Source: an optimization exercise on an open RTL-to-GDS flow (aim: small area, a short achievable clock period and few clock cycles per item). Production flows keep margins and buffers that such runs may drop.
The RTL was checked by simulation tests, not by an equivalence proof against the original design.

===== flow/config.mk =====
export PLATFORM = sky130hd
export DESIGN_NAME = tally_digest
export DESIGN_NICKNAME = tally_digest
export VERILOG_FILES = /design/flow/design.v
export SDC_FILE = /design/flow/constraint.sdc
export NUM_CORES = 4
export LEC_CHECK = 0
export CAP_MARGIN = 20
export CORE_MARGIN = 2
export CORE_UTILIZATION = 55
export CTS_CLUSTER_DIAMETER = 100
export CTS_CLUSTER_SIZE = 24
export SETUP_SLACK_MARGIN = 5
export SLEW_MARGIN = 20
export TNS_END_PERCENT = 5

===== flow/constraint.sdc =====
create_clock -name core_clock -period 12.0 [get_ports {clk}]
set_input_delay 2.4000 -clock core_clock [delete_from_list [all_inputs] [get_ports {clk}]]
set_output_delay 2.4000 -clock core_clock [all_outputs]
set_load 0.01 [all_outputs]

===== flow/design.v =====
module tally_digest (
    input  wire         clk,
    input  wire         rst,           
    input  wire         in_valid,
    output wire         in_ready,
    input  wire [63:0]  in_data,
    input  wire [7:0]   in_len,
    output wire         out_valid,
    input  wire         out_ready,
    output wire [127:0] out_digest
);
    localparam [31:0] IV0 = 32'h6a09e667, IV1 = 32'hbb67ae85,
                      IV2 = 32'h3c6ef372, IV3 = 32'ha54ff53a,
                      IV4 = 32'h510e527f, IV5 = 32'h9b05688c,
                      IV6 = 32'h1f83d9ab, IV7 = 32'h5be0cd19;
    function [31:0] rotr(input [31:0] x, input integer n);
        rotr = (x >> n) | (x << (32 - n));
    endfunction
    function [31:0] bsig0(input [31:0] x);
        bsig0 = rotr(x, 2) ^ rotr(x, 13) ^ rotr(x, 22);
    endfunction
    function [31:0] bsig1(input [31:0] x);
        bsig1 = rotr(x, 6) ^ rotr(x, 11) ^ rotr(x, 25);
    endfunction
    function [31:0] ssig0(input [31:0] x);
        ssig0 = rotr(x, 7) ^ rotr(x, 18) ^ (x >> 3);
    endfunction
    function [31:0] ssig1(input [31:0] x);
        ssig1 = rotr(x, 17) ^ rotr(x, 19) ^ (x >> 10);
    endfunction
    function [30:0] maj(input [30:0] x, input [30:0] y, input [30:0] z);
        maj = (x & y) | (x & z) | (y & z);
    endfunction
    function [31:0] ksadd_ld(input [31:0] x, input [31:0] z, input ld, input [31:0] v);
        reg [31:0] gg, pp, gn, pn;
        integer i, l;
        begin
            gg = x & z; pp = x ^ z; gn = gg; pn = pp;
            for (l = 0; l < 5; l = l + 1) begin
                for (i = 31; i >= 0; i = i - 1)
                    if (i >= (1 << l)) begin
                        gn[i] = gg[i] | (pp[i] & gg[i - (1 << l)]);
                        pn[i] = pp[i] & pp[i - (1 << l)];
                    end
                gg = gn; pp = pn;
            end
            ksadd_ld = (ld ? v : (x ^ z)) ^ ({gg[30:0], 1'b0} & {32{!ld}});
        end
    endfunction
    function [31:0] kconst(input [5:0] i);
        case (i)
            6'd0:  kconst = 32'h428a2f98;  6'd1:  kconst = 32'h71374491;
            6'd2:  kconst = 32'hb5c0fbcf;  6'd3:  kconst = 32'he9b5dba5;
            6'd4:  kconst = 32'h3956c25b;  6'd5:  kconst = 32'h59f111f1;
            6'd6:  kconst = 32'h923f82a4;  6'd7:  kconst = 32'hab1c5ed5;
            6'd8:  kconst = 32'hd807aa98;  6'd9:  kconst = 32'h12835b01;
            6'd10: kconst = 32'h243185be;  6'd11: kconst = 32'h550c7dc3;
            6'd12: kconst = 32'h72be5d74;  6'd13: kconst = 32'h80deb1fe;
            6'd14: kconst = 32'h9bdc06a7;  6'd15: kconst = 32'hc19bf174;
            6'd16: kconst = 32'he49b69c1;  6'd17: kconst = 32'hefbe4786;
            6'd18: kconst = 32'h0fc19dc6;  6'd19: kconst = 32'h240ca1cc;
            6'd20: kconst = 32'h2de92c6f;  6'd21: kconst = 32'h4a7484aa;
            6'd22: kconst = 32'h5cb0a9dc;  6'd23: kconst = 32'h76f988da;
            6'd24: kconst = 32'h983e5152;  6'd25: kconst = 32'ha831c66d;
            6'd26: kconst = 32'hb00327c8;  6'd27: kconst = 32'hbf597fc7;
            6'd28: kconst = 32'hc6e00bf3;  6'd29: kconst = 32'hd5a79147;
            6'd30: kconst = 32'h06ca6351;  6'd31: kconst = 32'h14292967;
            6'd32: kconst = 32'h27b70a85;  6'd33: kconst = 32'h2e1b2138;
            6'd34: kconst = 32'h4d2c6dfc;  6'd35: kconst = 32'h53380d13;
            6'd36: kconst = 32'h650a7354;  6'd37: kconst = 32'h766a0abb;
            6'd38: kconst = 32'h81c2c92e;  6'd39: kconst = 32'h92722c85;
            6'd40: kconst = 32'ha2bfe8a1;  6'd41: kconst = 32'ha81a664b;
            6'd42: kconst = 32'hc24b8b70;  6'd43: kconst = 32'hc76c51a3;
            6'd44: kconst = 32'hd192e819;  6'd45: kconst = 32'hd6990624;
            6'd46: kconst = 32'hf40e3585;  6'd47: kconst = 32'h106aa070;
            6'd48: kconst = 32'h19a4c116;  6'd49: kconst = 32'h1e376c08;
            6'd50: kconst = 32'h2748774c;  6'd51: kconst = 32'h34b0bcb5;
            6'd52: kconst = 32'h391c0cb3;  6'd53: kconst = 32'h4ed8aa4a;
            6'd54: kconst = 32'h5b9cca4f;  6'd55: kconst = 32'h682e6ff3;
            6'd56: kconst = 32'h748f82ee;  6'd57: kconst = 32'h78a5636f;
            6'd58: kconst = 32'h84c87814;  6'd59: kconst = 32'h8cc70208;
            6'd60: kconst = 32'h90befffa;  6'd61: kconst = 32'ha4506ceb;
            6'd62: kconst = 32'hbef9a3f7;  default: kconst = 32'hc67178f2;
        endcase
    endfunction
    reg  [31:0] ring [0:15];
    reg  [31:0] a, b, c, d, e, f, g, h;
    reg  [31:0] ha0, ha1, ha2, ha3;    
    reg  [31:0] he0, he1, he2, he3;    
    reg  [31:0] p;
    reg  [31:0] kr;            
    reg         run;           
    reg  [6:0]  t;             
    reg  [4:0]  nrecv;         
    reg  [1:0]  blk;           
    reg  [7:0]  len;           
    reg         fin1, fin2;    
    reg         fin_first;     
    reg         fin_last;      
    reg  [1:0]  cform;         
    reg         ov;            
    reg         in_ready_r;
    reg         c63, c64;      
    reg         comp;          
    reg         civ;           
    reg  [1:0]  ck;            
    reg         ld;            
    reg         ld_iv;         
    reg         ld_ch;         
    assign in_ready   = in_ready_r;
    assign out_valid  = ov;
    assign out_digest = {ha0, ha1, ha2, ha3};
    wire [3:0]  s      = t[3:0];
    wire        early  = (t[6:4] == 3'd0);
    wire        first  = (blk == 2'd0);
    wire [7:0]  len8   = len + 8'd8;
    wire        last   = (blk == len8[7:6]);         
    wire        fresh  = run && early && ({1'b0, s} >= nrecv);
    wire        sched_sel = run && !early;
    wire        need   = ({blk, s[3:1], 3'b000} < len) || (first && s[3:1] == 3'd0);
    wire        abort_in  = fresh && !s[0] && need && !in_valid;
    wire        abort_out = run && (t == 7'd15) && first && ov && !out_ready;
    wire        abort  = abort_in || abort_out;
    wire        restart = (nrecv == 5'd0 || s == 4'd15) &&
                          (first || (cform == 2'd3 && !fin1 && !fin2));
    wire        st0  = first && (s == 4'd0);
    wire [31:0] half = s[0] ? in_data[31:0] : in_data[63:32];
    reg  [31:0] nw;
    reg  [7:0]  pos;
    reg         keep, is80;
    integer     i;
    always @(*) begin
        for (i = 0; i < 4; i = i + 1) begin
            pos = {blk, s, i[1:0]};
            if (st0) begin
                keep = (in_len > i[7:0]);
                is80 = (in_len == i[7:0]);
            end else begin
                keep = (pos < len);
                is80 = (pos == len);
            end
            nw[31 - 8*i -: 8] = keep ? half[31 - 8*i -: 8] : (is80 ? 8'h80 : 8'h00);
        end
        if (last && s == 4'd15)
            nw = nw | {21'd0, len, 3'd0};
    end
    wire [31:0] ss0 = ssig0(ring[1]);
    wire [31:0] ss1 = ssig1(ring[14]);
    wire [31:0] sx1 = ring[0] ^ ring[9] ^ ss0;
    wire [31:0] sc1 = {maj(ring[0][30:0], ring[9][30:0], ss0[30:0]), 1'b0};
    wire [31:0] sx2 = sx1 ^ sc1 ^ ss1;
    wire [31:0] sc2 = {maj(sx1[30:0], sc1[30:0], ss1[30:0]), 1'b0};
    wire [31:0] sched   = ksadd_ld(sx2, sc2, 1'b0, 32'd0);
    wire [31:0] tail_in = sched_sel ? sched : (fresh ? nw : ring[0]);
    integer k;
    always @(posedge clk) begin
        for (k = 0; k < 15; k = k + 1)
            ring[k] <= ring[k + 1];
        ring[15] <= tail_in;
    end
    wire        rot    = !run && !first && (cform != 2'd3) && !fin1 && !fin2;
    wire        cshift = comp || rot || ld_ch;
    reg  [31:0] iva, ive;
    always @(*) begin
        case (ck)
            2'd0: begin iva = IV0; ive = IV4; end
            2'd1: begin iva = IV1; ive = IV5; end
            2'd2: begin iva = IV2; ive = IV6; end
            default: begin iva = IV3; ive = IV7; end
        endcase
    end
    wire [31:0] tail_a = civ ? iva : ha3;
    wire [31:0] tail_e = civ ? ive : he3;
    wire [31:0] sum_a  = ksadd_ld(tail_a, comp ? a : 32'd0, 1'b0, 32'd0);
    wire [31:0] sum_e  = ksadd_ld(tail_e, comp ? e : 32'd0, 1'b0, 32'd0);
    always @(posedge clk) begin
        if (cshift) begin
            ha0 <= sum_a; ha1 <= ha0; ha2 <= ha1; ha3 <= ha2;
            he0 <= sum_e; he1 <= he0; he2 <= he1; he3 <= he2;
        end
    end
    wire [31:0] la = ld_iv ? IV0 : sum_a;
    wire [31:0] lb = ld_iv ? IV1 : ha0;
    wire [31:0] lc = ld_iv ? IV2 : ha1;
    wire [31:0] ld_d = ld_iv ? IV3 : ha2;
    wire [31:0] le = ld_iv ? IV4 : sum_e;
    wire [31:0] lf = ld_iv ? IV5 : he0;
    wire [31:0] lg = ld_iv ? IV6 : he1;
    wire [31:0] lh = ld_iv ? IV7 : he2;
    wire [31:0] gsel = ld ? lh : g;
    wire [31:0] rs1 = bsig1(e);
    wire [31:0] rch = (e & f) ^ (~e & g);
    wire [31:0] rs0 = bsig0(a);
    wire [31:0] rmj = (a & b) | (a & c) | (b & c);
    wire [31:0] x1  = p ^ rs1 ^ rch;
    wire [31:0] c1  = {maj(p[30:0], rs1[30:0], rch[30:0]), 1'b0};
    wire [31:0] xe  = x1 ^ c1 ^ d;
    wire [31:0] ce  = {maj(x1[30:0], c1[30:0], d[30:0]), 1'b0};
    wire [31:0] x2  = x1 ^ c1 ^ rs0;
    wire [31:0] c2  = {maj(x1[30:0], c1[30:0], rs0[30:0]), 1'b0};
    wire [31:0] x3  = x2 ^ c2 ^ rmj;
    wire [31:0] c3  = {maj(x2[30:0], c2[30:0], rmj[30:0]), 1'b0};
    wire [31:0] a_nxt = ksadd_ld(x3, c3, ld, la);
    wire [31:0] e_nxt = ksadd_ld(xe, ce, ld, le);
    wire [31:0] px   = ring[15] ^ kr ^ gsel;
    wire [31:0] pc   = {maj(ring[15][30:0], kr[30:0], gsel[30:0]), 1'b0};
    always @(posedge clk) begin
        kr <= kconst(t[5:0]);
        p  <= ksadd_ld(px, pc, 1'b0, 32'd0);
        a <= a_nxt;
        e <= e_nxt;
        if (ld) begin
            b <= lb; c <= lc; d <= ld_d;
            f <= lf; g <= lg; h <= lh;
        end else begin
            b <= a; c <= b; d <= c;
            f <= e; g <= f; h <= g;
        end
    end
    always @(posedge clk) begin
        if (rst) begin
            run        <= 1'b0;
            t          <= 7'd0;
            nrecv      <= 5'd0;
            blk        <= 2'd0;
            fin1       <= 1'b0;
            fin2       <= 1'b0;
            c63        <= 1'b0;
            c64        <= 1'b0;
            comp       <= 1'b0;
            civ        <= 1'b0;
            ld         <= 1'b0;
            ld_iv      <= 1'b0;
            ld_ch      <= 1'b0;
            ov         <= 1'b0;
            in_ready_r <= 1'b0;
        end else begin
            c63  <= run && (t == 7'd62);
            c64  <= c63;
            fin1 <= c64;
            fin2 <= fin1;
            comp <= (run && t == 7'd62) || c63 || c64 || fin1;
            civ  <= ((run && t == 7'd62) || c63 || c64 || fin1) &&
                    ((run && t == 7'd62) ? first : fin_first);
            ck   <= fin1 ? 2'd0 : (c64 ? 2'd1 : (c63 ? 2'd2 : 2'd3));
            ld    <= run && (t == 7'd0) && !abort;
            ld_iv <= run && (t == 7'd0) && !abort && first;
            ld_ch <= run && (t == 7'd0) && !abort && !first;
            if (run && t == 7'd62) begin
                fin_first <= first;
                fin_last  <= last;
            end
            if (fin2 && fin_last)
                ov <= 1'b1;
            else if (ov && out_ready)
                ov <= 1'b0;
            if (fin2)
                cform <= 2'd0;
            else if (cshift)
                cform <= cform + 2'd1;
            in_ready_r <= fresh && !s[0] && need && in_valid;
            if (fresh && st0)
                len <= in_len;
            if (fresh && !abort_in)
                nrecv <= {1'b0, s} + 5'd1;
            else if (run && t == 7'd16)
                nrecv <= 5'd0;
            if (run) begin
                if (abort) begin
                    run <= 1'b0;
                    t   <= {3'd0, s + 4'd1};
                end else if (t == 7'd64) begin
                    t   <= 7'd0;
                    blk <= last ? 2'd0 : blk + 2'd1;
                end else begin
                    t   <= t + 7'd1;
                end
            end else if (restart) begin
                run <= 1'b1;
                t   <= 7'd0;
            end else begin
                t   <= {3'd0, s + 4'd1};
            end
        end
    end
endmodule

===== flow/flow/run.sh =====
#!/bin/bash
# Standard layout; timing repair aims at a larger setup margin, and the
# port buffers are the smallest buffer (repair resizes them as needed).
# If detailed routing fails (a pin without access point, say), the layout
# is made again from scratch with one site of padding beside each cell.
set -uo pipefail
ARGS=(SETUP_SLACK_MARGIN=8 "BUFFER_PORTS_ARGS=-buffer_cell sky130_fd_sc_hd__buf_1")
if ! bash standard.sh "${ARGS[@]}" finish > standard.log 2>&1; then
    mv orfs orfs_failed && rm -rf orfs_failed/results orfs_failed/objects
    rm -f out/final.def
    bash standard.sh "${ARGS[@]}" CELL_PAD_IN_SITES_DETAIL_PLACEMENT=1 finish > standard_retry.log 2>&1
fi

===== flow/standard.sh =====
#!/bin/bash
# synth_recipe.tcl (not shown) runs the flow's synth.tcl, then flattens the netlist and writes it again
# the make line also repeats each setting of config.mk as NAME=value (left out here)
make -C /OpenROAD-flow-scripts/flow DESIGN_CONFIG=/design/flow/config.mk WORK_HOME=/design/flow/orfs CLKGATE_MAP_FILE= SYNTH_SCRIPT=/design/flow/synth_recipe.tcl "${@:-finish}"

==> flow_metrics.env, run 1 <==
export IMPL_reg2regPathDepth=17
export IMPL_synthesis_nets=5031
export IMPL_timing_final_hold_violations=0
export IMPL_dp_hpwl_um=110000
export IMPL_clock_sinks=1096
export IMPL_yosys_cell_types_count=84
export IMPL_mostFrequentLayoutCell="dfxtp_1"
export IMPL_synth_edf_count=270
export IMPL_r2r_slack_ns=7.33
export IMPL_num_vias=34300
export IMPL_route_detailed_wl_per_inst_um=25.1
export IMPL_top_layer_used="met5"
export IMPL_grt_pass1_vias=32700
export IMPL_dpl_cell_area_sq_um=51400
export IMPL_synth_flop_cell="dfxtp_1"
export IMPL_cp_start_kind="flop"
export IMPL_grt_max_degree=85
export IMPL_core_area_sq_um=89700
export IMPL_fin_area_sq_um=54900
export IMPL_preCtsSetupSlack_ns=6.46
export IMPL_finalClockSkew_ns=0.0443
export IMPL_synth_area_sq_um=49600
export IMPL_die_w_um=304
export IMPL_cts_buffer_depth=3
export IMPL_r2r_end="a[29]$_DFF_P_"
export IMPL_cts_tree="done"
export IMPL_fillCellCount=7645
export IMPL_crit_arrival_ns=5.25
export IMPL_drive_gt1_share_pct=8.63
export IMPL_crit_path_end="a[29]$_DFF_P_"
export IMPL_firstDrtPassIters=5
export IMPL_finalWeightedCongestion=0.964
export IMPL_synth_avg_cell_area_sq_um=10.9
export IMPL_fin_nets=5192
export IMPL_fin_tns_setup_ns=0
export IMPL_clock_latency_ns=0.72
export IMPL_grt_antenna_before_repair=3
export IMPL_drt_iter0_drc=3524
export IMPL_cp_end_kind="flop"
export IMPL_synth_seq_cells=1096
export IMPL_largest_register="ring"
export IMPL_rows=110
export IMPL_post_route_period_util_pct=38.9
export IMPL_largest_reg_flops=512
export IMPL_wirelength_um=149000
export IMPL_h_tree_depth=2
export IMPL_cp_startpoint="e[3]$_DFF_P_"
export IMPL_syn_inst=4546
export IMPL_antenna_cells=0
export IMPL_required_ns=12.59
export IMPL_ios=206
export IMPL_timing_rr_start="e[3]$_DFF_P_"
export IMPL_drc=0
export IMPL_wl_met1_um=68000
export IMPL_maxCapViolations=0
export IMPL_timing_fmax_ghz=0.214
export IMPL_grt_pass1_wl_um=215000
export IMPL_grt_overflow=0
export IMPL_die_area_sq_um=92600
export IMPL_grtUsageTotal_pct=31.4
export IMPL_max_slew_worst_pin_slew_ns=1.14
export IMPL_rsz0062_at_grt="true"
export IMPL_cts_root_buf="clkbuf_16"
export IMPL_numCtsBuffers=53
export IMPL_finalWorstSetupSlack_ns=7.33
export IMPL_numPlacedInstances=5761
export IMPL_fin_crit_ns=4.67
export IMPL_final_cell_count_no_fill=5913
export IMPL_met3_length_um=12600
export IMPL_io_buffers=205
export IMPL_final_setup_viol_count=0
export IMPL_relSlewSlack_pct=23.7
export IMPL_area_growth_pct=10.7
export IMPL_viasPerCell=5.80
export IMPL_async_flop_share_pct=0
export IMPL_seq_area_frac_synth_pct=49.7
export IMPL_layout_common_cells="dfxtp_1 (774), inv_1 (397), xnor2_1 (310)"
export IMPL_hold_path_class="reg2reg"
export IMPL_start_util_pct=55.3
export IMPL_ys_warnings_count=2
export IMPL_antenna_left=0
export IMPL_drv_slew=0
export IMPL_critPathMaxFanout=6
export IMPL_die_height_um=304
export IMPL_critical_path_class="reg2reg"
export IMPL_met2_wirelength_um=63700
export IMPL_status="complete, no violations"
export IMPL_clkTransAtPathRegs_ns=0.10
-- cell families after synthesis --
group / count (synthesis) / share of synthesized area (%)
buffers and inverters: 614 / 4.65
flip-flops: 1096 / 49.7
multiplexers: 80 / 1.88
adder cells (fa/ha/maj): 459 / 14.2
AND/OR/NAND/NOR: 789 / 7.44
XOR/XNOR: 471 / 8.32
AO/OA/AOI/OAI: 1037 / 13.8
-- how the worst min path moves through the flow --
stage                          from              endpoint  cells past startpoint
6_report        ring[2][30]$_DFF_P_   ring[1][30]$_DFF_P_                      0
5_1_grt         ring[2][30]$_DFF_P_   ring[1][30]$_DFF_P_                      0
4_1_cts         ring[2][30]$_DFF_P_   ring[1][30]$_DFF_P_                      0
3_5_place_dp   ring[11][12]$_DFF_P_  ring[10][12]$_DFF_P_                      0
3_3_place_gp    ring[12][1]$_DFF_P_   ring[11][1]$_DFF_P_                      0
2_1_floorplan   ring[11][0]$_DFF_P_   ring[10][0]$_DFF_P_                      0
-- per-layer routing --
| layer | global-route usage (%) | up-vias |
|---|---|---|
| met4 | 8.67 | 4 |
| li1 | - | 15800 |
| met3 | 6.00 | 197 |
| met2 | 46.1 | 1256 |
| met5 | 0 | - |
| met1 | 47.4 | 17000 |
-- final cells by class --
cell class / count / area (sq um) / area share, %
flip-flops and latches: 1096 / 24800 / 45.1
repair buffers: 307 / 1840 / 3.36
clock buffers: 75 / 1410 / 2.57
multi-input cells: 2836 / 23700 / 43.2
well taps: 1176 / 1470 / 2.68
clock inverters: 10 / 149 / 0.271
inverters: 413 / 1560 / 2.84
-- cell usage after synthesis (all sizes together) (55+ instances only) --
cell	number	area, sq um
nand2	238	893
mux2i	55	551
a22o	62	543
a21o	92	691
xnor2	339	2970
edfxtp	270	8110
o22a	100	876
inv	412	1550
fa	189	3780
clkbuf	171	642
nor2	230	863
xor2	132	1160
ha	220	2750
and2	69	432
o21ai	229	1150
dfxtp	826	16500
a21oi	258	1290
-- critical path: stages (launching register included) --
cell	delay (ns)
dfxtp_2	0.51
xnor2_1	0.13
xnor2_1	0.29
fa_1	0.59
xnor2_2	0.21
xor2_1	0.18
fa_1	0.38
ha_1	0.42
a21oi_2	0.23
o21ai_1	0.12
a21oi_1	0.34
o21ai_2	0.19
o21ai_4	0.23
a31oi_4	0.13
a21o_1	0.22
buf_4	0.14
xnor2_1	0.14
o21ai_1	0.08
-- repair_timing --
item                                    CTS  global route
resized for setup                       181            83
gates cloned                              4             0
hold buffers                              0             0
endpoints found under the setup margin  153           194
pin swaps                                44            48
setup buffers                            36            26
-- per-stage QoR --
step | util [%] | hold slack [ns]
floorplan | - | 0.310
global placement | 57.3 | 0.310
detailed placement | 57.3 | 0.312
CTS | 60.4 | 0.302
global route | 61.2 | 0.301
finish | 61.2 | 0.298
Testbench counts, summed over its fixed seeds: cycles 320,482, items 1,920.
==> run 2, diff against run 1 <==
--- a/flow/config.mk
+++ b/flow/config.mk
@@ -9,5 +9,3 @@
 export CORE_MARGIN = 2
-export CORE_UTILIZATION = 55
-export CTS_CLUSTER_DIAMETER = 100
-export CTS_CLUSTER_SIZE = 24
+export CORE_UTILIZATION = 45
 export SETUP_SLACK_MARGIN = 5
==> flow_metrics.env, run 2 <==
export IMPL_status="complete, no violations"
export IMPL_fin_crit_ns=4.55
export IMPL_holdWs_ns=0.274
export IMPL_timing_final_hold_violations=0
export IMPL_post_route_period_util_pct=37.9
export IMPL_grt_overflow=0
export IMPL_grt_antenna_before_repair=3
export IMPL_start_util_pct=45.4
export IMPL_num_vias=34900
export IMPL_grt_pass1_wl_um=224000
export IMPL_mostFrequentLayoutCell="dfxtp_1"
export IMPL_wirelength_um=153000
export IMPL_clock_sinks=1096
export IMPL_cts_tree="done"
export IMPL_holdBufCountCts=0
export IMPL_firstDrtPassIters=6
export IMPL_die_w_um=336
export IMPL_cp_start_kind="flop"
export IMPL_crit_arrival_ns=5.18
export IMPL_largest_reg_flops=512
export IMPL_antenna_left=0
export IMPL_rsz0062_at_grt="true"
export IMPL_viasPerCell=5.50
export IMPL_ys_warnings_count=2
export IMPL_yosysTopAreaCell="dfxtp_1"
export IMPL_h_tree_depth=3
export IMPL_finalClockSkew_ns=0.102
export IMPL_max_slew_worst_pin_slew_ns=1.10
export IMPL_die_area_sq_um=113000
export IMPL_hold_path_class="reg2reg"
export IMPL_yosysMostFrequentCell="dfxtp_1"
export IMPL_synth_seq_cells=1096
export IMPL_drive_gt1_share_pct=10.9
export IMPL_fin_area_sq_um=57600
export IMPL_finalWeightedCongestion=0.951
export IMPL_layout_common_cells="dfxtp_1 (774), inv_1 (402), xnor2_1 (308)"
export IMPL_numCtsBuffers=113
export IMPL_async_flop_share_pct=0
export IMPL_required_ns=12.63
export IMPL_fin_tns_setup_ns=0
export IMPL_cts_root_buf="clkbuf_16"
export IMPL_maxCapViolations=0
export IMPL_synthTopCellsByArea="dfxtp_1 (33%), edfxtp_1 (16%), fa_1 (7.6%)"
export IMPL_synthesis_nets=5031
export IMPL_final_setup_viol_count=0
export IMPL_synth_area_sq_um=49600
export IMPL_clock_latency_ns=0.75
export IMPL_core_area_sq_um=109000
export IMPL_cp_end_kind="flop"
export IMPL_synth_flop_cell="dfxtp_1"
export IMPL_ios=206
export IMPL_grt_max_degree=80
export IMPL_grt_pass1_vias=34100
export IMPL_rows=121
export IMPL_drc=0
export IMPL_io_buffers=205
export IMPL_synth_common_cells="dfxtp_1 (826), inv_1 (409), xnor2_1 (339)"
export IMPL_synth_avg_cell_area_sq_um=10.9
export IMPL_drv_slew=0
export IMPL_synth_edf_count=270
export IMPL_fin_nets=5241
export IMPL_clkTransAtPathRegs_ns=0.06
export IMPL_critPathMaxFanout=6
export IMPL_cts_buffer_depth=3
export IMPL_area_growth_pct=16.2
export IMPL_largest_register="ring"
export IMPL_seq_area_frac_synth_pct=49.7
export IMPL_dpl_cell_area_sq_um=51800
export IMPL_critical_path_class="reg2reg"
export IMPL_grtUsageTotal_pct=26.8
export IMPL_timing_fmax_ghz=0.220
export IMPL_drt_iter0_drc=3170
export IMPL_route_detailed_wl_per_inst_um=24.2
export IMPL_syn_inst=4546
export IMPL_relSlewSlack_pct=27.0
export IMPL_die_height_um=336
export IMPL_yosys_area_top_type_share_pct=33.3
export IMPL_yosys_cell_types_count=84
export IMPL_dp_hpwl_um=111000
run 2: cell counts after synthesis:
Identical to the previous run, type by type.
run 2: routing by layer:
layer / global-route usage (%) / vias up / share of wire (%)
met3: 4.16 / 242 / 6.5
met2: 41.5 / 1200 / 45
li1: - / 16100 / -
met4: 8.43 / 4 / 3.1
met5: 0 / - / 0.017
met1: 38.5 / 17400 / 45
run 2: kinds of logic after synthesis:
family	share of synthesized area, %
flops	49.7
compound gates	13.8
simple gates	7.44
buf+inv	4.65
xor+xnor	8.32
fa+ha+maj	14.2
mux	1.88
run 2: final timing paths:
kind / cells past startpoint / start / end / slack (ns)
max: 20 / e[13]$_DFF_P_ / a[31]$_DFF_P_ / 7.45
min: 0 / ring[7][30]$_DFF_P_ / ring[6][30]$_DFF_P_ / 0.27
max reg2reg: 20 / e[13]$_DFF_P_ / a[31]$_DFF_P_ / 7.45
min reg2reg: 0 / ring[7][30]$_DFF_P_ / ring[6][30]$_DFF_P_ / 0.27
run 2: per-stage QoR:
step,util (%),setup WS (ns),cells
after floorplan,-,7.68,4546
after global placement,47.4,6.54,6058
after detailed placement,47.4,6.53,6058
after CTS,52.4,7.50,6317
after global routing,52.8,7.26,6331
final,52.8,7.45,6332
run 2: final cells by class:
class	count	area, sq um
clock buffers	159	3270
fillers	9631	51500
well taps	1476	1850
repair buffers	296	1770
inverters	413	1560
multi-input cells	2836	23700
diodes	1	2.50
flip-flops and latches	1096	24800
clock inverters	55	697
run 2: worst max-delay path, cell delays in order, from the launching register on:
cell and delay [ns]:
dfxtp_4 0.39, xor2_2 0.20, xnor2_2 0.29, fa_2 0.54
xnor2_2 0.20, xnor2_1 0.16, fa_1 0.48, ha_4 0.32
a211oi_4 0.08, nor3_4 0.24, nor4_4 0.05, buf_6 0.14
buf_12 0.12, nor4_4 0.41, o21ai_2 0.12, a31oi_2 0.17
buf_4 0.15, nand4_1 0.09, nand2_1 0.09, xnor2_1 0.11
a21oi_1 0.08
run 2: timing repair:
item / CTS / global route
setup endpoints to repair: 136 / 128
pin swaps: 60 / 38
gates resized for setup: 199 / 66
gates cloned: 5 / 0
buffers inserted: 40 / 14
==> run 3, diff against run 2 <==
--- a/flow/config.mk
+++ b/flow/config.mk
@@ -10,2 +10,5 @@
 export CORE_UTILIZATION = 45
+export CTS_CLUSTER_DIAMETER = 90
+export CTS_CLUSTER_SIZE = 20
+export GPL_ROUTABILITY_DRIVEN = 0
 export SETUP_SLACK_MARGIN = 5
==> flow_metrics.env, run 3 <==
export IMPL_crit_path_end="e[28]$_DFF_P_"
export IMPL_holdBufCountCts=0
export IMPL_required_ns=12.50
export IMPL_critPathMaxFanout=5
export IMPL_grtUsageTotal_pct=25.3
export IMPL_numCtsBuffers=68
export IMPL_final_cell_count_no_fill=6215
export IMPL_firstDrtPassIters=5
export IMPL_grt_pass1_vias=32800
export IMPL_grt_overflow=0
export IMPL_die_area_sq_um=113000
export IMPL_viasPerCell=5.57
export IMPL_syn_inst=4546
export IMPL_seq_area_sq_um=24800
export IMPL_cts_root_buf="clkbuf_16"
export IMPL_fin_nets=5186
export IMPL_numPlacedInstances=6056
export IMPL_layout_common_cells="dfxtp_1 (776), inv_1 (400), xnor2_1 (303)"
export IMPL_async_flop_share_pct=0
export IMPL_h_tree_depth=3
export IMPL_grt_max_degree=158
export IMPL_final_setup_viol_count=0
export IMPL_finalWorstSetupSlack_ns=7.41
export IMPL_cp_start_kind="flop"
export IMPL_drt_iter0_drc=3565
export IMPL_yosys_area_top_type_share_pct=33.3
export IMPL_synth_avg_cell_area_sq_um=10.9
export IMPL_timing_rr_start="e[13]$_DFF_P_"
export IMPL_timing_final_hold_violations=0
export IMPL_fillCellCount=9796
export IMPL_drc=0
export IMPL_holdWs_ns=0.309
export IMPL_max_slew_worst_pin_slew_ns=1.10
export IMPL_status="complete, no violations"
export IMPL_reg2regPathDepth=16
export IMPL_start_util_pct=45.4
export IMPL_drive_gt1_share_pct=8.61
export IMPL_grt_pass1_wl_um=213000
export IMPL_fin_tns_setup_ns=0
export IMPL_dp_hpwl_um=106000
export IMPL_fin_crit_ns=4.59
export IMPL_r2r_slack_ns=7.41
export IMPL_post_route_period_util_pct=38.3
export IMPL_r2r_end="e[28]$_DFF_P_"
export IMPL_gr_usage_met2_pct=39.1
export IMPL_relSlewSlack_pct=26.9
export IMPL_ios=206
export IMPL_antenna_left=0
export IMPL_ys_warnings_count=2
export IMPL_wirelength_um=145000
export IMPL_mostFrequentLayoutCell="dfxtp_1"
export IMPL_clock_sinks=1096
export IMPL_synth_edf_count=270
export IMPL_die_height_um=336
export IMPL_cts_tree="done"
export IMPL_cp_end_kind="flop"
export IMPL_seq_area_frac_synth_pct=49.7
export IMPL_largest_reg_flops=512
export IMPL_rsz0062_at_grt="true"
export IMPL_multi_input_area_sq_um=23700
export IMPL_synth_seq_cells=1096
export IMPL_grt_busiest_layer="met2"
export IMPL_io_buffers=205
export IMPL_core_area_sq_um=109000
export IMPL_num_vias=34600
export IMPL_hold_depth=0
export IMPL_hold_path_class="reg2reg"
export IMPL_maxCapViolations=0
export IMPL_synthTopCellsByArea="dfxtp_1 (33%), edfxtp_1 (16%), fa_1 (7.6%)"
export IMPL_synth_common_cells="dfxtp_1 (826), inv_1 (409), xnor2_1 (339)"
export IMPL_preCtsSetupSlack_ns=6.51
export IMPL_cp_startpoint="e[13]$_DFF_P_"
export IMPL_synth_flop_cell="dfxtp_1"
export IMPL_clkTransAtPathRegs_ns=0.08
export IMPL_grt_antenna_before_repair=6
export IMPL_cts_buffer_depth=3
export IMPL_synthesis_nets=5031
export IMPL_route_detailed_wl_per_inst_um=23.3
export IMPL_use_met1_pct=36.7
export IMPL_synth_area_sq_um=49600
export IMPL_drv_slew=0
export IMPL_rows=121
export IMPL_finalClockSkew_ns=0.0626
export IMPL_crit_arrival_ns=5.10
export IMPL_die_w_um=336
export IMPL_largest_register="ring"
export IMPL_yosysTopAreaCell="dfxtp_1"
export IMPL_critical_path_class="reg2reg"
export IMPL_timing_fmax_ghz=0.218
export IMPL_gr_usage_met3_pct=3.60
export IMPL_yosys_cell_types_count=84
export IMPL_area_growth_pct=12.0
export IMPL_clock_latency_ns=0.69
export IMPL_yosysMostFrequentCell="dfxtp_1"
-- run 3: critical path, cell delays in order (launching register included) --
cell and delay, ns:
dfxtp_4 0.39, xor2_2 0.19, xnor2_2 0.27, fa_2 0.56
xnor2_4 0.20, xnor2_1 0.17, ha_1 0.31, a211oi_2 0.30
o21ai_2 0.12, a221o_1 0.37, o21a_2 0.27, o31a_1 0.34
a21oi_2 0.22, a311oi_2 0.17, a31oi_1 0.23, xor2_1 0.22
a2bb2oi_1 0.08
-- run 3: kinds of logic (layout without fill, tap and decap cells) --
logic type,Yosys count,count (layout),synth area share (%)
AO/OA/AOI/OAI,1037,1037,13.8
XOR/XNOR,471,471,8.32
adder cells (fa/ha/maj),459,459,14.2
buffers and inverters,614,804,4.65
flip-flops,1096,1096,49.7
multiplexers,80,80,1.88
other,0,1,0
AND/OR/NAND/NOR,789,791,7.44
-- run 3: worst min-delay path by stage --
stage / startpoint / end / slack [ns]
finish: ring[10][6]$_DFF_P_ / ring[9][6]$_DFF_P_ / 0.31
global route: ring[13][31]$_DFF_P_ / ring[12][31]$_DFF_P_ / 0.32
CTS: ring[10][6]$_DFF_P_ / ring[9][6]$_DFF_P_ / 0.30
detailed placement: ring[11][21]$_DFF_P_ / ring[10][21]$_DFF_P_ / 0.31
global placement: ring[5][8]$_DFF_P_ / ring[4][8]$_DFF_P_ / 0.31
floorplan: ring[11][0]$_DFF_P_ / ring[10][0]$_DFF_P_ / 0.31
-- run 3: repair_timing --
item | 4_1_cts | 5_1_grt
pin swaps | 47 | 57
hold endpoints to repair | 0 | 0
endpoints found under the setup margin | 135 | 117
resized for setup | 177 | 71
setup buffers | 25 | 21
cloned | 5 | 0
-- run 3: metrics by stage --
| step | cell area (sq um) | util, % |
|---|---|---|
| 6_report | 55500 | 50.9 |
| 5_1_grt | 55500 | 50.9 |
| 4_1_cts | 55000 | 50.4 |
| 3_5_place_dp | 51800 | 47.4 |
| 3_3_place_gp | 51800 | 47.4 |
| 2_1_floorplan | 49600 | - |
-- run 3: area by class of cell --
| class | count | area share, % |
|---|---|---|
| flip-flops and latches | 1096 | 44.6 |
| multi-input cells | 2838 | 42.6 |
| clock buffers | 91 | 3.26 |
| repair buffers | 284 | 2.82 |
| clock inverters | 16 | 0.554 |
| diodes | 1 | 0.00451 |
| well taps | 1476 | 3.33 |
| inverters | 413 | 2.81 |
-- run 3: per-layer routing --
| metal | routed length [um] | share of wire (%) | vias up |
|---|---|---|---|
| li1 | - | - | 15900 |
| met1 | 63800 | 44 | 17100 |
| met2 | 65400 | 45 | 1420 |
| met3 | 11100 | 7.7 | 238 |
| met4 | 4590 | 3.2 | 4 |
| met5 | 27 | 0.019 | - |
==> run 4, diff against run 3 <==
--- a/flow/config.mk
+++ b/flow/config.mk
@@ -9,6 +9,5 @@
 export CORE_MARGIN = 2
-export CORE_UTILIZATION = 45
+export CORE_UTILIZATION = 55
 export CTS_CLUSTER_DIAMETER = 90
 export CTS_CLUSTER_SIZE = 20
-export GPL_ROUTABILITY_DRIVEN = 0
 export SETUP_SLACK_MARGIN = 5
==> flow_metrics.env, run 4 <==
export IMPL_status="complete, no violations"
export IMPL_die_height_um=304
export IMPL_yosys_area_top_type_share_pct=33.3
export IMPL_grt_pass1_wl_um=217000
export IMPL_rows=110
export IMPL_area_growth_pct=12.5
export IMPL_holdWs_ns=0.319
export IMPL_slowest_stage="fa_2"
export IMPL_required_ns=12.58
export IMPL_firstDrtPassIters=9
export IMPL_crit_path_end="e[28]$_DFF_P_"
export IMPL_cp_startpoint="e[30]$_DFF_P_"
export IMPL_drv_slew=0
export IMPL_relSlewSlack_pct=21.1
export IMPL_io_buffers=205
export IMPL_mostFrequentLayoutCell="dfxtp_1"
export IMPL_viasPerCell=5.81
export IMPL_synthesis_nets=5031
export IMPL_synth_common_cells="dfxtp_1 (826), inv_1 (409), xnor2_1 (339)"
export IMPL_dpl_cell_area_sq_um=51400
export IMPL_clock_latency_ns=0.69
export IMPL_met2_wirelength_um=64900
export IMPL_finalWorstSetupSlack_ns=7.35
export IMPL_fin_area_sq_um=55800
export IMPL_route_detailed_wl_per_inst_um=25.4
export IMPL_die_area_sq_um=92600
export IMPL_cp_top_family="compound AO/OA/AOI/OAI gates"
export IMPL_crit_path_cell_trace="xor2_4, xnor2_4, fa_2, inv_2, maj3_2, ha_4, or3_4, and3_4, a221o_1, o21a_1, o31a_1, a21oi_2, a311oi_2, a31oi_1, xor2_1, a2bb2oi_1"
export IMPL_timing_fmax_ghz=0.215
export IMPL_wirelength_um=151000
export IMPL_ios=206
export IMPL_yosysTopAreaCell="dfxtp_1"
export IMPL_crit_buf_inv=1
export IMPL_critical_path_class="reg2reg"
export IMPL_post_route_period_util_pct=38.7
export IMPL_holdBufCountCts=0
export IMPL_hold_path_class="reg2reg"
export IMPL_num_vias=34500
export IMPL_cts_root_buf="clkbuf_16"
export IMPL_synth_edf_count=270
export IMPL_async_flop_share_pct=0
export IMPL_antenna_left=0
export IMPL_drive_gt1_share_pct=9.96
export IMPL_critPathMaxFanout=4
export IMPL_max_slew_worst_pin_slew_ns=1.17
export IMPL_cts_tree="done"
export IMPL_clkTransAtPathRegs_ns=0.09
export IMPL_cp_end_kind="flop"
export IMPL_met3_length_um=13600
export IMPL_fin_nets=5217
export IMPL_synth_area_sq_um=49600
export IMPL_yosys_cell_types_count=84
export IMPL_core_area_sq_um=89700
export IMPL_slowest_delay_ns=0.63
export IMPL_cts_buffer_depth=3
export IMPL_rsz0062_at_grt="true"
export IMPL_numCtsBuffers=66
export IMPL_drt_iter0_drc=3569
export IMPL_cp_start_kind="flop"
export IMPL_clock_sinks=1096
export IMPL_fin_crit_ns=4.65
export IMPL_grt_antenna_before_repair=8
export IMPL_yosysMostFrequentCell="dfxtp_1"
export IMPL_ys_warnings_count=2
export IMPL_grtUsageTotal_pct=31.9
export IMPL_synth_flop_cell="dfxtp_1"
export IMPL_die_w_um=304
export IMPL_timing_rr_start="e[30]$_DFF_P_"
export IMPL_dp_hpwl_um=110000
export IMPL_drc=0
export IMPL_reg2regPathDepth=16
export IMPL_top_layer_used="met5"
export IMPL_grt_overflow=0
export IMPL_largest_register="ring"
export IMPL_r2r_end="e[28]$_DFF_P_"
export IMPL_crit_arrival_ns=5.23
export IMPL_grt_max_degree=85
export IMPL_preCtsSetupSlack_ns=6.46
export IMPL_timing_final_hold_violations=0
export IMPL_largest_reg_flops=512
export IMPL_r2r_slack_ns=7.35
export IMPL_seq_area_frac_synth_pct=49.7
export IMPL_synth_seq_cells=1096
export IMPL_h_tree_depth=3
export IMPL_grt_pass1_vias=32900
export IMPL_layout_common_cells="dfxtp_1 (773), inv_1 (397), xnor2_1 (298)"
export IMPL_wl_met1_um=68500
export IMPL_maxCapViolations=0
export IMPL_syn_inst=4546
export IMPL_start_util_pct=55.3
export IMPL_final_setup_viol_count=0
export IMPL_finalClockSkew_ns=0.0372
export IMPL_synthTopCellsByArea="dfxtp_1 (33%), edfxtp_1 (16%), fa_1 (7.6%)"
export IMPL_crit_cells=16
export IMPL_fin_tns_setup_ns=0
export IMPL_synth_avg_cell_area_sq_um=10.9
export IMPL_finalWeightedCongestion=0.964
run 4: cell counts after synthesis:
No cell type changed its count.
run 4: worst min-delay path by stage:
stage                         startpoint              endpoint  slack (ns)  cells after the start
floorplan            ring[11][0]$_DFF_P_   ring[10][0]$_DFF_P_        0.31                      0
global placement     ring[12][1]$_DFF_P_   ring[11][1]$_DFF_P_        0.31                      0
detailed placement  ring[11][12]$_DFF_P_  ring[10][12]$_DFF_P_        0.31                      0
CTS                  ring[7][12]$_DFF_P_   ring[6][12]$_DFF_P_        0.32                      0
global route         ring[10][5]$_DFF_P_    ring[9][5]$_DFF_P_        0.32                      0
finish               ring[10][5]$_DFF_P_    ring[9][5]$_DFF_P_        0.32                      0
run 4: per-stage QoR:
stage               util (%)  instances
floorplan                  -       4546
global placement        57.3       5761
detailed placement      57.3       5761
CTS                     61.2       5912
global route            62.2       5944
finish                  62.2       5947
run 4: layer usage:
| metal | GRT usage, % | vias to the layer above |
|---|---|---|
| li1 | - | 15900 |
| met1 | 47.6 | 17100 |
| met2 | 46.8 | 1267 |
| met3 | 7.23 | 190 |
| met4 | 8.19 | 4 |
| met5 | 0 | - |
run 4: repair_timing:
action	CTS	global route
endpoints found under the setup margin	192	195
hold endpoints to repair	0	0
cloned	5	0
gates resized for setup	210	110
pin swaps	64	75
buffers inserted	42	31
run 4: layout make-up:
cell class / count / area [sq um]
Sequential cell: 1096 / 24800
Multi-Input combinational cell: 2836 / 24000
Tap cell: 1176 / 1470
Fill cell: 7519 / 33900
Clock inverter: 13 / 241
Timing Repair Buffer: 319 / 2000
Antenna cell: 3 / 7.51
Clock buffer: 91 / 1770
Inverter: 413 / 1570
run 4: kinds of logic after synthesis:
logic type	share of synthesized area, %
buffers and inverters	4.65
AO/OA/AOI/OAI	13.8
flip-flops	49.7
XOR/XNOR	8.32
AND/OR/NAND/NOR	7.44
multiplexers	1.88
adder cells (fa/ha/maj)	14.2
run 4: worst register-to-register path, cell delays in order, from the launching register on:
cell	delay (ns)
dfxtp_4	0.43
xor2_4	0.22
xnor2_4	0.11
fa_2	0.63
inv_2	0.06
maj3_2	0.32
ha_4	0.17
or3_4	0.39
and3_4	0.17
a221o_1	0.39
o21a_1	0.29
o31a_1	0.37
a21oi_2	0.22
a311oi_2	0.16
a31oi_1	0.25
xor2_1	0.26
a2bb2oi_1	0.10
==> run 5, diff against run 4 <==
--- a/flow/config.mk
+++ b/flow/config.mk
@@ -9,3 +9,3 @@
 export CORE_MARGIN = 2
-export CORE_UTILIZATION = 55
+export CORE_UTILIZATION = 50
 export CTS_CLUSTER_DIAMETER = 90
==> flow_metrics.env, run 5 <==
export IMPL_ys_warnings_count=2
export IMPL_grt_pass1_vias=32800
export IMPL_use_met1_pct=45.3
export IMPL_syn_inst=4546
export IMPL_clock_latency_ns=0.69
export IMPL_area_growth_pct=11.8
export IMPL_ios=206
export IMPL_timing_final_hold_violations=0
export IMPL_status="complete, no violations"
export IMPL_timing_fmax_ghz=0.217
export IMPL_finalClockSkew_ns=0.0367
export IMPL_critical_path_class="reg2reg"
export IMPL_synthTopCellsByArea="dfxtp_1 (33%), edfxtp_1 (16%), fa_1 (7.6%)"
export IMPL_max_slew_worst_pin_slew_ns=1.13
export IMPL_seq_area_frac_synth_pct=49.7
export IMPL_numCtsBuffers=67
export IMPL_grt_max_degree=156
export IMPL_firstDrtPassIters=5
export IMPL_drt_iter0_drc=3424
export IMPL_post_route_period_util_pct=38.3
export IMPL_crit_arrival_ns=5.15
export IMPL_critPathMaxFanout=6
export IMPL_yosys_area_share_adder_pct=14.2
export IMPL_hold_path_class="reg2reg"
export IMPL_holdBufCountCts=0
export IMPL_fin_crit_ns=4.60
export IMPL_finalWorstSetupSlack_ns=7.40
export IMPL_grt_pass1_wl_um=222000
export IMPL_synthesis_nets=5031
export IMPL_mostFrequentLayoutCell="dfxtp_1"
export IMPL_largest_reg_flops=512
export IMPL_slowest_delay_ns=0.57
export IMPL_grt_busiest_layer="met1"
export IMPL_synth_common_cells="dfxtp_1 (826), inv_1 (409), xnor2_1 (339)"
export IMPL_worstHoldStart="ring[5][29]$_DFF_P_"
export IMPL_yosysTopAreaCell="dfxtp_1"
export IMPL_relSlewSlack_pct=24.6
export IMPL_die_w_um=319
export IMPL_viasPerCell=5.73
export IMPL_synth_compound_area_share_pct=13.8
export IMPL_grtUsageTotal_pct=29.5
export IMPL_h_tree_depth=3
export IMPL_route_detailed_wl_per_inst_um=25.4
export IMPL_fin_tns_setup_ns=0
export IMPL_fin_nets=5194
export IMPL_preCtsSetupSlack_ns=6.42
export IMPL_yosysMostFrequentCell="dfxtp_1"
export IMPL_synthXorXnorAreaFrac_pct=8.32
export IMPL_antenna_cells=0
export IMPL_grt_antenna_before_repair=9
export IMPL_synth_edf_count=270
export IMPL_cts_buffer_depth=3
export IMPL_rsz0062_at_grt="true"
export IMPL_synth_top_family_by_area="adder cells"
export IMPL_drv_slew=0
export IMPL_required_ns=12.56
export IMPL_gr_usage_met3_pct=5.37
export IMPL_io_buffers=205
export IMPL_clock_sinks=1096
export IMPL_drive_gt1_share_pct=9.00
export IMPL_die_area_sq_um=102000
export IMPL_yosys_area_top_type_share_pct=33.3
export IMPL_synth_seq_cells=1096
export IMPL_synth_area_sq_um=49600
export IMPL_async_flop_share_pct=0
export IMPL_start_util_pct=50.5
export IMPL_synth_avg_cell_area_sq_um=10.9
export IMPL_antenna_left=0
export IMPL_gr_usage_met2_pct=42.7
export IMPL_die_height_um=319
export IMPL_rows=115
export IMPL_cp_end_kind="flop"
export IMPL_slowest_stage="fa_2"
export IMPL_dp_hpwl_um=114000
export IMPL_layout_common_cells="dfxtp_1 (778), inv_1 (400), xnor2_1 (299)"
export IMPL_cp_start_kind="flop"
export IMPL_clkTransAtPathRegs_ns=0.09
export IMPL_timing_rr_start="e[16]$_DFF_P_"
export IMPL_final_setup_viol_count=0
export IMPL_cp_top_family="compound AO/OA/AOI/OAI gates"
export IMPL_drc=0
export IMPL_maxCapViolations=0
export IMPL_crit_path_cell_trace="xor2_2, xnor2_2, fa_2, xnor2_4, xnor2_2, ha_4, or3_4, and3_4, a221o_1, o21a_2, o31a_1, a21oi_4, a311oi_4, a31oi_1, xor2_1, a2bb2oi_1"
export IMPL_yosys_cell_types_count=84
export IMPL_cts_tree="done"
export IMPL_crit_path_frequent_cell="xnor2_2"
export IMPL_largest_register="ring"
export IMPL_finalWeightedCongestion=0.993
export IMPL_yosys_mux_area_fraction_pct=1.88
export IMPL_cts_root_buf="clkbuf_16"
export IMPL_core_area_sq_um=98300
export IMPL_cp_startpoint="e[16]$_DFF_P_"
export IMPL_grt_overflow=0
export IMPL_crit_buf_inv=0
export IMPL_yosys_area_share_simple_pct=7.44
export IMPL_wirelength_um=153000
export IMPL_synth_flop_cell="dfxtp_1"
export IMPL_num_vias=34500
==> run 5: cell counts after synthesis <==
Identical to the previous run, type by type.
==> run 5: path summary, 6_finish.rpt <==
path | depth (start not counted) | end | slack [ns]
max | 16 | e[28]$_DFF_P_ | 7.40
min | 0 | ring[4][29]$_DFF_P_ | 0.31
max reg2reg | 16 | e[28]$_DFF_P_ | 7.40
min reg2reg | 0 | ring[4][29]$_DFF_P_ | 0.31
==> run 5: layout make-up <==
class	instances	area, sq um
inverter	413	1560
clock buffer	89	1810
sequential	1096	24800
multi-input combinational	2836	23900
timing repair buffer	295	1570
fill	8492	42800
clock inverter	16	263
tap	1287	1610
==> run 5: timing repair <==
action,CTS,global route
pin swaps,47,70
setup endpoints to repair,132,118
gates resized for setup,158,116
setup buffers,29,22
gates cloned,0,2
==> run 5: cells by family after synthesis <==
logic type                 Yosys count
AOI/OAI and AO/OA                 1037
xor gates and xnor gates           471
adders and majority gates          459
buffers and inverters              614
DFF                               1096
muxes                               80
and+or+nand+nor                    789
==> run 5: routing by layer <==
| layer | wire [um] | share of wire (%) |
|---|---|---|
| met5 | 27 | 0.018 |
| met1 | 71700 | 47 |
| met3 | 12400 | 8.1 |
| met4 | 3870 | 2.5 |
| met2 | 65100 | 43 |
==> run 5: stage by stage <==
stage               util, %  instances  instance area, sq um  hold slack (ns)
floorplan                 -       4546                 49600            0.310
global placement       52.5       5873                 51600            0.310
detailed placement     52.5       5873                 51600            0.312
CTS                    55.6       6007                 54600            0.313
global route           56.4       6032                 55400            0.319
finish                 56.4       6032                 55400            0.312
==> run 6, diff against run 5 <==
--- a/flow/config.mk
+++ b/flow/config.mk
@@ -9,3 +9,3 @@
 export CORE_MARGIN = 2
-export CORE_UTILIZATION = 50
+export CORE_UTILIZATION = 45
 export CTS_CLUSTER_DIAMETER = 90
==> flow_metrics.env, run 6 <==
export IMPL_status="complete, no violations"
export IMPL_holdBufCountCts=0
export IMPL_async_flop_share_pct=0
export IMPL_rsz0062_at_grt="true"
export IMPL_fillCellCount=9814
export IMPL_yosys_area_top_type_share_pct=33.3
export IMPL_fin_crit_ns=4.57
export IMPL_drt_iter0_drc=3407
export IMPL_clock_latency_ns=0.66
export IMPL_synth_common_cells="dfxtp_1 (826), inv_1 (409), xnor2_1 (339)"
export IMPL_synth_seq_cells=1096
export IMPL_drive_gt1_share_pct=8.47
export IMPL_synthTopCellsByArea="dfxtp_1 (33%), edfxtp_1 (16%), fa_1 (7.6%)"
export IMPL_largest_reg_flops=512
export IMPL_num_vias=34500
export IMPL_cp_startpoint="e[14]$_DFF_P_"
export IMPL_clkTransAtPathRegs_ns=0.09
export IMPL_cp_start_kind="flop"
export IMPL_cts_tree="done"
export IMPL_firstDrtPassIters=6
export IMPL_yosysMostFrequentCell="dfxtp_1"
export IMPL_syn_inst=4546
export IMPL_synth_avg_cell_area_sq_um=10.9
export IMPL_finalClockSkew_ns=0.0348
export IMPL_seq_area_frac_synth_pct=49.7
export IMPL_yosys_cell_types_count=84
export IMPL_antenna_left=0
export IMPL_wirelength_um=152000
export IMPL_maxCapViolations=0
export IMPL_h_tree_depth=3
export IMPL_post_route_period_util_pct=38.1
export IMPL_ys_warnings_count=2
export IMPL_critical_path_class="reg2reg"
export IMPL_viasPerCell=5.54
export IMPL_fin_tns_setup_ns=0
export IMPL_ios=206
export IMPL_grt_pass1_vias=33500
export IMPL_timing_fmax_ghz=0.219
export IMPL_grt_antenna_before_repair=3
export IMPL_drc=0
export IMPL_cp_end_kind="flop"
export IMPL_clock_sinks=1096
export IMPL_start_util_pct=45.4
export IMPL_die_area_sq_um=113000
export IMPL_timing_rr_start="e[14]$_DFF_P_"
export IMPL_largest_register="ring"
export IMPL_cts_root_buf="clkbuf_16"
export IMPL_crit_path_cell_trace="xor2_2, xnor2_2, fa_2, xnor2_2, xnor2_1, fa_1, ha_4, o21ai_4, nor3_4, nor4_4, buf_6, buf_12, nor4_4, o21ai_2, a31oi_2, buf_4, nand4_1, nand2_1, xnor2_1, a21oi_1"
export IMPL_die_w_um=336
export IMPL_max_slew_worst_pin_slew_ns=1.11
export IMPL_grt_max_degree=80
export IMPL_yosysTopAreaCell="dfxtp_1"
export IMPL_reg2regPathDepth=20
export IMPL_relSlewSlack_pct=26.1
export IMPL_cts_buffer_depth=3
export IMPL_mostFrequentLayoutCell="dfxtp_1"
export IMPL_finalWeightedCongestion=0.951
export IMPL_r2r_end="a[31]$_DFF_P_"
export IMPL_area_growth_pct=12.2
export IMPL_slowest_delay_ns=0.55
export IMPL_dpl_cell_area_sq_um=51800
export IMPL_core_area_sq_um=109000
export IMPL_synth_edf_count=270
export IMPL_dp_hpwl_um=111000
export IMPL_grt_overflow=0
export IMPL_final_setup_viol_count=0
export IMPL_r2r_slack_ns=7.43
export IMPL_timing_final_hold_violations=0
export IMPL_route_detailed_wl_per_inst_um=24.4
export IMPL_numPlacedInstances=6058
export IMPL_required_ns=12.57
export IMPL_fin_nets=5194
export IMPL_slowest_stage="fa_1"
export IMPL_drv_slew=0
export IMPL_critPathMaxFanout=6
export IMPL_synthesis_nets=5031
export IMPL_grtUsageTotal_pct=26.5
export IMPL_synth_area_sq_um=49600
export IMPL_layout_common_cells="dfxtp_1 (779), inv_1 (401), xnor2_1 (316)"
export IMPL_fin_area_sq_um=55600
export IMPL_io_buffers=205
export IMPL_hold_path_class="reg2reg"
export IMPL_synth_flop_cell="dfxtp_1"
export IMPL_numCtsBuffers=67
export IMPL_grt_pass1_wl_um=222000
export IMPL_die_height_um=336
export IMPL_rows=121
export IMPL_crit_arrival_ns=5.14
export IMPL_final_cell_count_no_fill=6223
export IMPL_crit_path_end="a[31]$_DFF_P_"
run 6: cell count changes in the layout (fill, tap and decap cells not counted), sizes merged:
| cell | before | now |
|---|---|---|
| buf | 292 | 289 |
| bufbuf | 0 | 6 |
| bufinv | 1 | 0 |
| clkbuf | 92 | 95 |
| clkinv | 12 | 7 |
| diode | 0 | 1 |
| inv | 414 | 415 |
run 6: metrics by stage:
stage                     worst slack (ns)  util [%]  hold slack, ns
final                                 7.43      51.0           0.316
after global routing                  7.27      51.0           0.325
after CTS                             7.51      50.6           0.320
after detailed placement              6.53      47.4           0.312
after global placement                6.54      47.4           0.310
after floorplan                       7.68         -           0.310
run 6: how the worst min path moves through the flow:
stage                          from              endpoint  slack (ns)  cells past startpoint
5_1_grt          ring[3][5]$_DFF_P_    ring[2][5]$_DFF_P_        0.33                      0
3_3_place_gp   ring[10][22]$_DFF_P_   ring[9][22]$_DFF_P_        0.31                      0
2_1_floorplan   ring[11][0]$_DFF_P_   ring[10][0]$_DFF_P_        0.31                      0
4_1_cts          ring[3][5]$_DFF_P_    ring[2][5]$_DFF_P_        0.32                      0
3_5_place_dp   ring[11][22]$_DFF_P_  ring[10][22]$_DFF_P_        0.31                      0
6_report        ring[3][30]$_DFF_P_   ring[2][30]$_DFF_P_        0.32                      0
run 6: cell type report:
class / instances / area, sq um / share of cell area [%]
Clock buffer: 95 / 1820 / 3.28
Timing Repair Buffer: 295 / 1770 / 3.18
Inverter: 413 / 1560 / 2.80
Sequential cell: 1096 / 24800 / 44.5
Antenna cell: 1 / 2.50 / 0.00450
Clock inverter: 11 / 188 / 0.337
Tap cell: 1476 / 1850 / 3.32
Multi-Input combinational cell: 2836 / 23700 / 42.6
run 6: per-layer routing:
layer	track usage, %	share of wire [%]	wire [um]	vias up
met3	3.34	6.3	9580	205
met5	0	0	0	-
li1	-	-	-	15900
met2	41.4	45	68800	1165
met1	38.8	46	69400	17200
met4	7.36	2.8	4200	0
run 6: worst max-delay path: cells and delay by family, from the launching register on:
family / cells / cell delay, ns
buffers and inverters: 3 / 0.42
DFF: 1 / 0.38
and+or+nand+nor: 5 / 0.88
AOI/OAI and AO/OA: 4 / 0.44
xor gates and xnor gates: 5 / 0.96
adders and majority gates: 3 / 1.41
run 6: logic make-up (layout without fill, tap and decap cells):
logic type	after synthesis	after routing	synth area share (%)
AO/OA/AOI/OAI	1037	1037	13.8
XOR/XNOR	471	471	8.32
adder cells (fa/ha/maj)	459	459	14.2
buffers and inverters	614	814	4.65
flip-flops	1096	1096	49.7
multiplexers	80	80	1.88
other	0	1	0
AND/OR/NAND/NOR	789	789	7.44
run 6: repair_timing:
action	CTS	global route
setup buffers	40	12
hold endpoints to repair	0	0
setup endpoints to repair	135	133
gates cloned	6	0
resized for setup	197	57
pin swaps	57	41
==> run 7, diff against run 6 <==
--- a/flow/config.mk
+++ b/flow/config.mk
@@ -9,3 +9,3 @@
 export CORE_MARGIN = 2
-export CORE_UTILIZATION = 45
+export CORE_UTILIZATION = 40
 export CTS_CLUSTER_DIAMETER = 90
==> flow_metrics.env, run 7 <==
export IMPL_status="complete, no violations"
export IMPL_yosys_cell_types_count=84
export IMPL_critical_path_class="reg2reg"
export IMPL_finalClockSkew_ns=0.0388
export IMPL_rows=129
export IMPL_grt_overflow=0
export IMPL_grt_pass1_vias=33400
export IMPL_synth_avg_cell_area_sq_um=10.9
export IMPL_post_route_period_util_pct=37.9
export IMPL_die_area_sq_um=127000
export IMPL_yosysMostFrequentCell="dfxtp_1"
export IMPL_cts_buffer_depth=3
export IMPL_finalWeightedCongestion=0.974
export IMPL_wirelength_um=151000
export IMPL_num_vias=34300
export IMPL_critPathMaxFanout=4
export IMPL_synthesis_nets=5031
export IMPL_maxCapViolations=0
export IMPL_antenna_left=0
export IMPL_cts_root_buf="clkbuf_16"
export IMPL_crit_arrival_ns=5.09
export IMPL_required_ns=12.54
export IMPL_firstDrtPassIters=6
export IMPL_drive_gt1_share_pct=8.85
export IMPL_die_height_um=356
export IMPL_largest_reg_flops=512
export IMPL_timing_final_hold_violations=0
export IMPL_start_util_pct=40.2
export IMPL_grt_pass1_wl_um=221000
export IMPL_holdBufCountCts=0
export IMPL_hold_path_class="reg2reg"
export IMPL_io_buffers=205
export IMPL_fin_tns_setup_ns=0
export IMPL_drv_slew=0
export IMPL_synth_flop_cell="dfxtp_1"
export IMPL_final_setup_viol_count=0
export IMPL_area_growth_pct=12.7
export IMPL_grt_max_degree=147
export IMPL_cp_end_kind="flop"
export IMPL_fin_crit_ns=4.55
export IMPL_seq_area_frac_synth_pct=49.7
export IMPL_clock_sinks=1096
export IMPL_synth_common_cells="dfxtp_1 (826), inv_1 (409), xnor2_1 (339)"
export IMPL_core_area_sq_um=123000
export IMPL_layout_common_cells="dfxtp_1 (781), inv_1 (398), xnor2_1 (300)"
export IMPL_ios=206
export IMPL_mostFrequentLayoutCell="dfxtp_1"
export IMPL_route_detailed_wl_per_inst_um=23.7
export IMPL_synth_seq_cells=1096
export IMPL_yosysTopAreaCell="dfxtp_1"
export IMPL_synthTopCellsByArea="dfxtp_1 (33%), edfxtp_1 (16%), fa_1 (7.6%)"
export IMPL_drc=0
export IMPL_ys_warnings_count=2
export IMPL_relSlewSlack_pct=31.0
export IMPL_grtUsageTotal_pct=23.4
export IMPL_grt_antenna_before_repair=4
export IMPL_yosys_area_top_type_share_pct=33.3
export IMPL_die_w_um=356
export IMPL_clock_latency_ns=0.67
export IMPL_synth_edf_count=270
export IMPL_viasPerCell=5.37
export IMPL_drt_iter0_drc=3507
export IMPL_async_flop_share_pct=0
export IMPL_clkTransAtPathRegs_ns=0.09
export IMPL_timing_fmax_ghz=0.220
export IMPL_cts_tree="done"
export IMPL_syn_inst=4546
export IMPL_h_tree_depth=3
export IMPL_numCtsBuffers=68
export IMPL_max_slew_worst_pin_slew_ns=1.03
export IMPL_dp_hpwl_um=111000
export IMPL_cp_start_kind="flop"
export IMPL_fin_nets=5197
export IMPL_synth_area_sq_um=49600
export IMPL_rsz0062_at_grt="true"
export IMPL_largest_register="ring"
## run 7: cell counts after synthesis
Identical to the previous run, type by type.
## run 7: worst max-delay path, stage by stage (launching register included)
cell and delay [ns]:
dfxtp_4 0.38, xor2_2 0.16, xnor2_2 0.26, fa_1 0.53, xnor2_2 0.18, xnor2_2 0.20, ha_4 0.24, or3_4 0.38
and3_4 0.19, a221o_1 0.37, o21a_1 0.26, o31a_1 0.35, a21oi_2 0.20, a311oi_2 0.16, a31oi_1 0.20, xor2_1 0.26
a2bb2oi_1 0.10
## run 7: cells by family after synthesis
group	synth area share (%)
AOI/OAI and AO/OA	13.8
xor gates and xnor gates	8.32
adders and majority gates	14.2
buffers and inverters	4.65
DFF	49.7
muxes	1.88
and+or+nand+nor	7.44
## run 7: worst paths after layout
path | start | end | slack [ns] | cells after the start
min reg2reg | ring[11][24]$_DFF_P_ | ring[10][24]$_DFF_P_ | 0.32 | 0
max | e[30]$_DFF_P_ | e[28]$_DFF_P_ | 7.45 | 16
max reg2reg | e[30]$_DFF_P_ | e[28]$_DFF_P_ | 7.45 | 16
min | ring[11][24]$_DFF_P_ | ring[10][24]$_DFF_P_ | 0.32 | 0
## run 7: timing repair
action,in CTS,in global routing
hold endpoints to repair,0,0
cloned,7,0
pin swaps,50,48
setup buffers,32,22
setup endpoints to repair,136,119
gates resized for setup,172,93
## run 7: through the flow
step / hold slack (ns) / cells / area (sq um) / setup slack [ns] / utilization [%]
floorplan: 0.310 / 4546 / 49600 / 7.68 / -
global placement: 0.310 / 6218 / 52000 / 6.57 / 42.1
detailed placement: 0.312 / 6218 / 52000 / 6.57 / 42.1
CTS: 0.319 / 6363 / 55200 / 7.49 / 44.8
global route: 0.325 / 6385 / 55900 / 7.36 / 45.3
finish: 0.316 / 6388 / 55900 / 7.45 / 45.3
## run 7: layer usage
layer	vias to the layer above	share of wire (%)	routed length, um	global-route usage (%)
met4	4	3.7	5530	8.21
met5	-	0.018	27	0
met2	1094	46	69500	37.2
li1	15900	-	-	-
met3	247	6.2	9370	3.21
met1	17100	44	66800	32.7
## run 7: area by class of cell
class | count | area, sq um
tap | 1637 | 2050
multi-input combinational | 2837 | 23700
clock inverter | 15 | 204
sequential | 1096 | 24800
antenna | 3 | 7.51
timing repair buffer | 296 | 1750
inverter | 413 | 1570
clock buffer | 91 | 1830
fill | 11600 | 67400

-- separate check: timing with driven ports --
Ports are ideal in the flow. The routed layouts listed here were re-timed in OpenROAD. Step 1, drivers: a clkbuf_16 drives clk and a buf_2 each remaining input, both assumed. Step 2 times the ports against the registers' clock, not the clock port: input delays grow and output delays shrink by t, the midpoint of the rising clock arrivals with the driver on. a / b / c = ideal / step 1 / step 2; a / b = the first two.
| run | t, ns | setup WS [ns] | worst setup path at the end | latest minus earliest clock arrival (ns) | worst slew at a driven data input, ns |
|---|---|---|---|---|---|
| run 1 | 0.757 | 7.334 / 7.334 / 7.265 | input to register | 0.054 / 0.054 | 0.04 |
| run 2 | 0.775 | 7.450 / 7.450 / 7.444 | input to register | 0.106 / 0.106 | 0.05 |
| run 3 | 0.731 | 7.408 / 7.408 / 7.408 | register to register | 0.069 / 0.068 | 0.04 |
| run 4 | 0.743 | 7.351 / 7.351 / 7.318 | input to register | 0.040 / 0.040 | 0.05 |
| run 5 | 0.738 | 7.402 / 7.402 / 7.294 | input to register | 0.037 / 0.037 | 0.04 |
| run 6 | 0.722 | 7.432 / 7.432 / 7.432 | register to register | 0.048 / 0.048 | 0.04 |
| run 7 | 0.724 | 7.453 / 7.453 / 7.364 | input to register | 0.040 / 0.039 | 0.04 |
After both steps setup and hold are still met in every run listed. The setup slack of run 5, which loses most, moves by 0.000 ns with the drivers and by -0.108 ns with both steps.
